Source: an optimization exercise on an open RTL-to-GDS flow (aim: small area and few clock cycles). Production flows keep margins and buffers that such runs may drop.
Only simulation tests tie the RTL to the original design; equivalence was not proved.
No activity file was given, so power comes from the tool's default toggle rates.

run K:
==> flow/design.v <==
module ks_shim_ecc (
    input  wire         clk,
    input  wire         rst_n,
    input  wire         req_valid,
    output wire         req_ready,
    input  wire         req_op,
    input  wire [15:0]  req_word,
    input  wire [127:0] req_data,
    input  wire [79:0]  req_chk,
    output reg          resp_valid,
    output reg  [127:0] resp_data,
    output reg  [15:0]  resp_ce,
    output reg  [15:0]  resp_ue,
    output wire         prom_valid,
    output wire [15:0]  prom_word,
    input  wire [127:0] enc_data,
    output wire [79:0]  enc_chk
);
    genvar g;
    integer i;
    generate
        for (g = 0; g < 16; g = g + 1) begin : g_enc
            wire [7:0] d = enc_data[8*g +: 8];
            wire a = d[0] ^ d[3] ^ d[6];
            wire b = d[1] ^ d[2];
            wire c = d[4] ^ d[5];
            assign enc_chk[5*g+0] = a ^ d[1] ^ d[4];
            assign enc_chk[5*g+1] = a ^ d[2] ^ d[5];
            assign enc_chk[5*g+2] = b ^ d[3] ^ d[7];
            assign enc_chk[5*g+3] = c ^ d[6] ^ d[7];
            assign enc_chk[5*g+4] = b ^ c ^ d[0] ^ d[7];
        end
    endgenerate
    wire [127:0] dec_q;
    wire [15:0]  dec_ce;
    wire [15:0]  dec_ue;
    wire [63:0]  dec_s;
    generate
        for (g = 0; g < 16; g = g + 1) begin : g_dec
            wire [7:0] d = req_data[8*g +: 8];
            wire [4:0] k = req_chk[5*g +: 5];
            wire a  = d[0] ^ d[3] ^ d[6];
            wire b  = d[1] ^ d[2];
            wire c  = d[4] ^ d[5];
            wire s0 = (a ^ d[1]) ^ (d[4] ^ k[0]);
            wire s1 = (a ^ d[2]) ^ (d[5] ^ k[1]);
            wire s2 = (b ^ d[3]) ^ (d[7] ^ k[2]);
            wire s3 = (c ^ d[6]) ^ (d[7] ^ k[3]);
            wire [3:0] s = {s3, s2, s1, s0};
            wire       e = ((a ^ b) ^ (c ^ d[7])) ^ ((k[0] ^ k[1]) ^ (k[2] ^ k[3])) ^ k[4];
            wire       big = s3 & s2 & (s1 | s0);    
            wire       ce = e & ~big;
            wire       ue = e ? big : (s != 4'd0);
            wire [3:0] lo = {s1 & s0, s1 & ~s0, ~s1 & s0, ~s1 & ~s0};
            wire [3:0] hi = {s3 & s2, s3 & ~s2, ~s3 & s2, ~s3 & ~s2};
            wire [7:0] flip = {hi[3] & lo[0], hi[2] & lo[3], hi[2] & lo[2], hi[2] & lo[1],
                               hi[1] & lo[3], hi[1] & lo[2], hi[1] & lo[1], hi[0] & lo[3]};
            assign dec_q[8*g +: 8] = ~((d ~^ flip) | {8{ue}});
            assign dec_ce[g] = ce;
            assign dec_ue[g] = ue;
            assign dec_s[4*g +: 4] = s;
        end
    endgenerate
    reg         sv;
    reg  [15:0] s_word;
    reg  [3:0]  s_byte;
    reg  [3:0]  s_syn;
    reg  [4:0]  p_cnt;
    reg         p_acc;
    reg  [15:0] p_word;
    reg  [3:0]  ptr;
    wire        is_read = req_valid && !req_op;
    wire        blocked = p_acc && (p_cnt[4:1] != 4'd0);
    reg  [15:0] rem;
    reg  [3:0]  first_idx, last_idx;
    reg         have_first;
    always @* begin
        for (i = 0; i < 16; i = i + 1)
            rem[i] = dec_ce[i] && (i >= ptr) && is_read;
        first_idx = 4'd0;
        last_idx  = 4'd0;
        for (i = 15; i >= 0; i = i - 1)
            if (rem[i]) first_idx = i[3:0];
        for (i = 0; i < 16; i = i + 1)
            if (rem[i]) last_idx = i[3:0];
        have_first = (rem != 16'd0);
    end
    function [1:0] sat_add;
        input [1:0] a, b;
        begin
            sat_add[1] = a[1] | b[1] | (a[0] & b[0]);
            sat_add[0] = (a[1] & (b[1] | b[0])) | (b[1] & a[0]) | (a[0] ^ b[0]);
        end
    endfunction
    wire [15:0] c1 = rem;
    wire [15:0] c2;
    wire [7:0]  c4;
    wire [3:0]  c8;
    wire [1:0]  rem_cnt;
    generate
        for (g = 0; g < 8; g = g + 1) begin : g_c2
            assign c2[2*g +: 2] = {c1[2*g] & c1[2*g+1], c1[2*g] ^ c1[2*g+1]};
        end
        for (g = 0; g < 4; g = g + 1) begin : g_c4
            assign c4[2*g +: 2] = sat_add(c2[4*g +: 2], c2[4*g+2 +: 2]);
        end
        for (g = 0; g < 2; g = g + 1) begin : g_c8
            assign c8[2*g +: 2] = sat_add(c4[4*g +: 2], c4[4*g+2 +: 2]);
        end
    endgenerate
    assign rem_cnt = sat_add(c8[1:0], c8[3:2]);
    wire rem_none = (rem_cnt == 2'd0);
    wire rem_one  = (rem_cnt == 2'd1);
    wire rem_two  = (rem_cnt == 2'd2);
    wire avail = !sv && !blocked;
    assign req_ready = (rem_none && !(req_op && sv)) || (rem_one && !blocked) ||
                       (rem_two && avail);
    wire accept      = req_valid && req_ready;
    wire accept_read = accept && !req_op;
    wire do_wipe     = accept && req_op;
    wire in_ev    = avail && have_first;
    wire sel_v    = sv || in_ev;
    wire [15:0] sel_word = sv ? s_word : req_word;
    wire [3:0]  sel_byte = sv ? s_byte : first_idx;
    wire [3:0]  sel_syn  = sv ? s_syn  : dec_s[4*first_idx +: 4];
    reg         e_v;
    reg         e_acc;
    reg  [15:0] e_word;
    reg  [3:0]  e_byte;
    reg  [3:0]  e_syn;
    wire        ev_valid = e_v;
    wire store_ld = accept_read && ((avail && rem_two) || (sv && rem_one));
    reg          v   [0:15];
    reg          two [0:15];
    reg  [23:0]  key [0:15];
    wire [23:0] ev_key = {e_word, e_byte, e_syn};
    reg  [15:0] hit_v;
    reg         hit, hit_two;
    reg         full;
    reg  [15:0] x;
    reg  [15:0] sx;      
    always @* begin
        full = 1'b1;
        for (i = 0; i < 16; i = i + 1) begin
            hit_v[i] = v[i] && (key[i] == ev_key);
            if (!v[i]) full = 1'b0;
        end
        hit = (hit_v != 16'd0);
        hit_two = 1'b0;
        for (i = 0; i < 16; i = i + 1) begin
            if (hit_v[i] && two[i]) hit_two = 1'b1;
            x[i] = !v[i] || (full && !two[i]);
        end
        sx[15] = x[15];
        for (i = 14; i >= 0; i = i - 1)
            sx[i] = sx[i+1] || x[i];
    end
    wire promote = ev_valid && hit && hit_two;
    wire bump    = ev_valid && hit && !hit_two;
    wire insert  = ev_valid && !hit;
    wire no_x    = !sx[0];
    always @(posedge clk) begin
        for (i = 0; i < 16; i = i + 1) begin
            if (insert && (sx[i] || no_x)) begin
                if (i == 0) begin
                    v[i]   <= 1'b1;
                    two[i] <= 1'b0;
                    key[i] <= ev_key;
                end else begin
                    v[i]   <= v[i-1];
                    two[i] <= two[i-1];
                    key[i] <= key[i-1];
                end
            end else begin
                if (promote && hit_v[i]) v[i] <= 1'b0;
                if (bump && hit_v[i])    two[i] <= 1'b1;
            end
            if (!rst_n || do_wipe)
                v[i] <= 1'b0;
        end
    end
    always @(posedge clk) begin
        resp_data <= dec_q;
        resp_ce   <= dec_ce;
        resp_ue   <= dec_ue;
        if (!rst_n) begin
            resp_valid <= 1'b0;
            sv         <= 1'b0;
            e_v        <= 1'b0;
            ptr        <= 4'd0;
            p_cnt      <= 5'd0;
            p_acc      <= 1'b0;
        end else begin
            resp_valid <= accept_read;
            sv         <= store_ld;
            e_v        <= sel_v;
            if (accept || !req_valid)
                ptr <= 4'd0;
            else if (in_ev)
                ptr <= first_idx + 4'd1;
            p_cnt <= p_cnt - {4'd0, prom_valid} + {4'd0, promote};
            p_acc <= !(e_v && !e_acc && !accept_read);
        end
        if (store_ld) begin
            s_word <= req_word;
            s_byte <= last_idx;
            s_syn  <= dec_s[4*last_idx +: 4];
        end
        e_acc  <= sv || accept;
        e_word <= sel_word;
        e_byte <= sel_byte;
        e_syn  <= sel_syn;
        if (promote)
            p_word <= e_word;
    end
    assign prom_valid = p_acc && (p_cnt != 5'd0);
    assign prom_word  = p_word;
endmodule
export LEC_CHECK = 0
export CAP_MARGIN = 20
export CORE_MARGIN = 2
export CORE_UTILIZATION = 40
export CTS_BUF_LIST = sky130_fd_sc_hd__clkbuf_8
export CTS_CLUSTER_DIAMETER = 60
export CTS_CLUSTER_SIZE = 15
export SLEW_MARGIN = 20
create_clock -name core_clock -period 10.0 [get_ports {clk}]
standard.sh (not shown) runs the stock make flow with config.mk's settings and CLKGATE_MAP_FILE= SYNTH_SCRIPT=/design/flow/synth_recipe.tcl, a recipe that flattens the netlist after the stock synthesis.
==> flow/flow/run.sh <==
#!/bin/bash
# Standard ORFS layout, except that synthesis maps with an area-oriented ABC
# script (flow/abc_area.script, selected through ABC_AREA=1) instead of the
# delay-oriented default, and without the half/full-adder extraction pass.
# Everything else is the standard.sh.
set -euo pipefail
rm -rf scripts_mod
cp -r "$FLOW_HOME/scripts" scripts_mod
cp flow/abc_area.script scripts_mod/abc_area.script
bash standard.sh SCRIPTS_DIR="$PWD/scripts_mod" ABC_AREA=1 ADDER_MAP_FILE= finish > flow.log 2>&1
==> flow/flow/abc_area.script <==
strash
&get -n
&st
&syn2
&dch -f
&nf -R 1000 -p
&st
&dch -f
&nf -R 1000 -p
&put
topo
Testbench counts of run K, summed over its fixed seeds: cycles 24,634.
Input changes introduced in run G (baseline for comparison: run K):
-- flow/design.v --
<<< run K, line 114
    wire rem_two  = (rem_cnt == 2'd2);
    wire avail = !sv && !blocked;
    assign req_ready = (rem_none && !(req_op && sv)) || (rem_one && !blocked) ||
                       (rem_two && avail);
    wire accept      = req_valid && req_ready;
    wire accept_read = accept && !req_op;
    wire do_wipe     = accept && req_op;
    wire in_ev    = avail && have_first;
    wire sel_v    = sv || in_ev;
    wire [15:0] sel_word = sv ? s_word : req_word;
    wire [3:0]  sel_byte = sv ? s_byte : first_idx;
    wire [3:0]  sel_syn  = sv ? s_syn  : dec_s[4*first_idx +: 4];
    reg         e_v;
    reg         e_acc;
    reg  [15:0] e_word;
    reg  [3:0]  e_byte;
    reg  [3:0]  e_syn;
    wire        ev_valid = e_v;
    wire store_ld = accept_read && ((avail && rem_two) || (sv && rem_one));
    reg          v   [0:15];
    reg          two [0:15];
    reg  [23:0]  key [0:15];
    wire [23:0] ev_key = {e_word, e_byte, e_syn};
    reg  [15:0] hit_v;
    reg         hit, hit_two;
>>> run G, line 114
    wire rem_two  = (rem_cnt == 2'd2);
    wire avail = !sv && !blocked;
    assign req_ready = rem_none || (rem_one && !blocked) || (rem_two && avail);
    wire accept      = req_valid && req_ready;
    wire accept_read = accept && !req_op;
    wire do_wipe     = accept && req_op;
    wire in_ev    = avail && have_first;
    wire ev_valid = sv || in_ev;
    wire [15:0] ev_word = sv ? s_word : req_word;
    wire [3:0]  ev_byte = sv ? s_byte : first_idx;
    wire [3:0]  ev_syn  = sv ? s_syn  : dec_s[4*first_idx +: 4];
    wire store_ld = accept_read && ((avail && rem_two) || (sv && rem_one));
    reg          v   [0:15];
    reg          two [0:15];
    reg  [23:0]  key [0:15];
    wire [23:0] ev_key = {ev_word, ev_byte, ev_syn};
    reg  [15:0] hit_v;
    reg         hit, hit_two;
<<< run K, line 187
            resp_valid <= 1'b0;
            sv         <= 1'b0;
            e_v        <= 1'b0;
            ptr        <= 4'd0;
            p_cnt      <= 5'd0;
>>> run G, line 180
            resp_valid <= 1'b0;
            sv         <= 1'b0;
            ptr        <= 4'd0;
            p_cnt      <= 5'd0;
<<< run K, line 194
            resp_valid <= accept_read;
            sv         <= store_ld;
            e_v        <= sel_v;
            if (accept || !req_valid)
                ptr <= 4'd0;
>>> run G, line 186
            resp_valid <= accept_read;
            sv         <= store_ld;
            if (accept || !req_valid)
                ptr <= 4'd0;
<<< run K, line 200
                ptr <= first_idx + 4'd1;
            p_cnt <= p_cnt - {4'd0, prom_valid} + {4'd0, promote};
            p_acc <= !(e_v && !e_acc && !accept_read);
        end
        if (store_ld) begin
>>> run G, line 191
                ptr <= first_idx + 4'd1;
            p_cnt <= p_cnt - {4'd0, prom_valid} + {4'd0, promote};
            p_acc <= !(in_ev && !accept);
        end
        if (store_ld) begin
<<< run K, line 207
            s_syn  <= dec_s[4*last_idx +: 4];
        end
        e_acc  <= sv || accept;
        e_word <= sel_word;
        e_byte <= sel_byte;
        e_syn  <= sel_syn;
        if (promote)
            p_word <= e_word;
    end
    assign prom_valid = p_acc && (p_cnt != 5'd0);
>>> run G, line 198
            s_syn  <= dec_s[4*last_idx +: 4];
        end
        if (promote)
            p_word <= ev_word;
    end
    assign prom_valid = p_acc && (p_cnt != 5'd0);
==> comparison <==
Looking only at fraction of the yosys area taken by sequential cells, and setting everything else aside, the higher value of run K and run G goes to run K.
On via count: between run K and run G, it ends up higher for run K.
Any difference in clock-pin transition on the worst setup and hold timing paths between run K and run G is small enough to ignore.
Number of distinct library cells after synthesis ended up 5 lower on run G than on run K.
Maximum fanout count along the critical path, run K and run G, higher one = run G.
Comparing run K and run G, multi-input combinational cell count is lower on run K.
Diff run K -> run G | worst setup slack | increase of 0.079 ns
Sequential-cell power consumption is lower on run K
Compared with run K, in run G highest cell delay on the worst timing path -0.22 ns, critical path depth has increased, post-detailed-routing wire length down 8.5%, met1 usage in global routing went down 1.8 points, area growth from synthesis to layout now larger.
Testbench counts of run G, summed over its fixed seeds: cycles 24,630.

==> port drivers added, routing unchanged <==
The results above use ideal ports. As a check the final layouts listed here were re-extracted and re-timed, cells and wires unchanged. Step 1, drivers: a clkbuf_16 drives clk and a buf_2 each remaining input, both assumed. Step 2, shift: input delay + t, output delay - t, t = (earliest + latest rising clock arrival at the registers) / 2. This alone moves slack from input paths to output paths. Three values: ideal, step 1, step 2; two values: the first two.
run	shift t [ns]	setup slack, ns	hold slack, ns	slew at the worst register clock pin (ns)	pins driven straight from the clock port
run K	0.797	0.692 / 0.650 / 0.650	0.448 / 0.448 / 0.448	0.12 / 0.12	1
run G	0.769	0.771 / 0.772 / 0.023	0.468 / 0.468 / 0.468	0.10 / 0.10	1
After both steps setup and hold are still met in every run listed. The setup slack of run G, which loses most, moves by +0.001 ns with the drivers and by -0.748 ns with both steps.
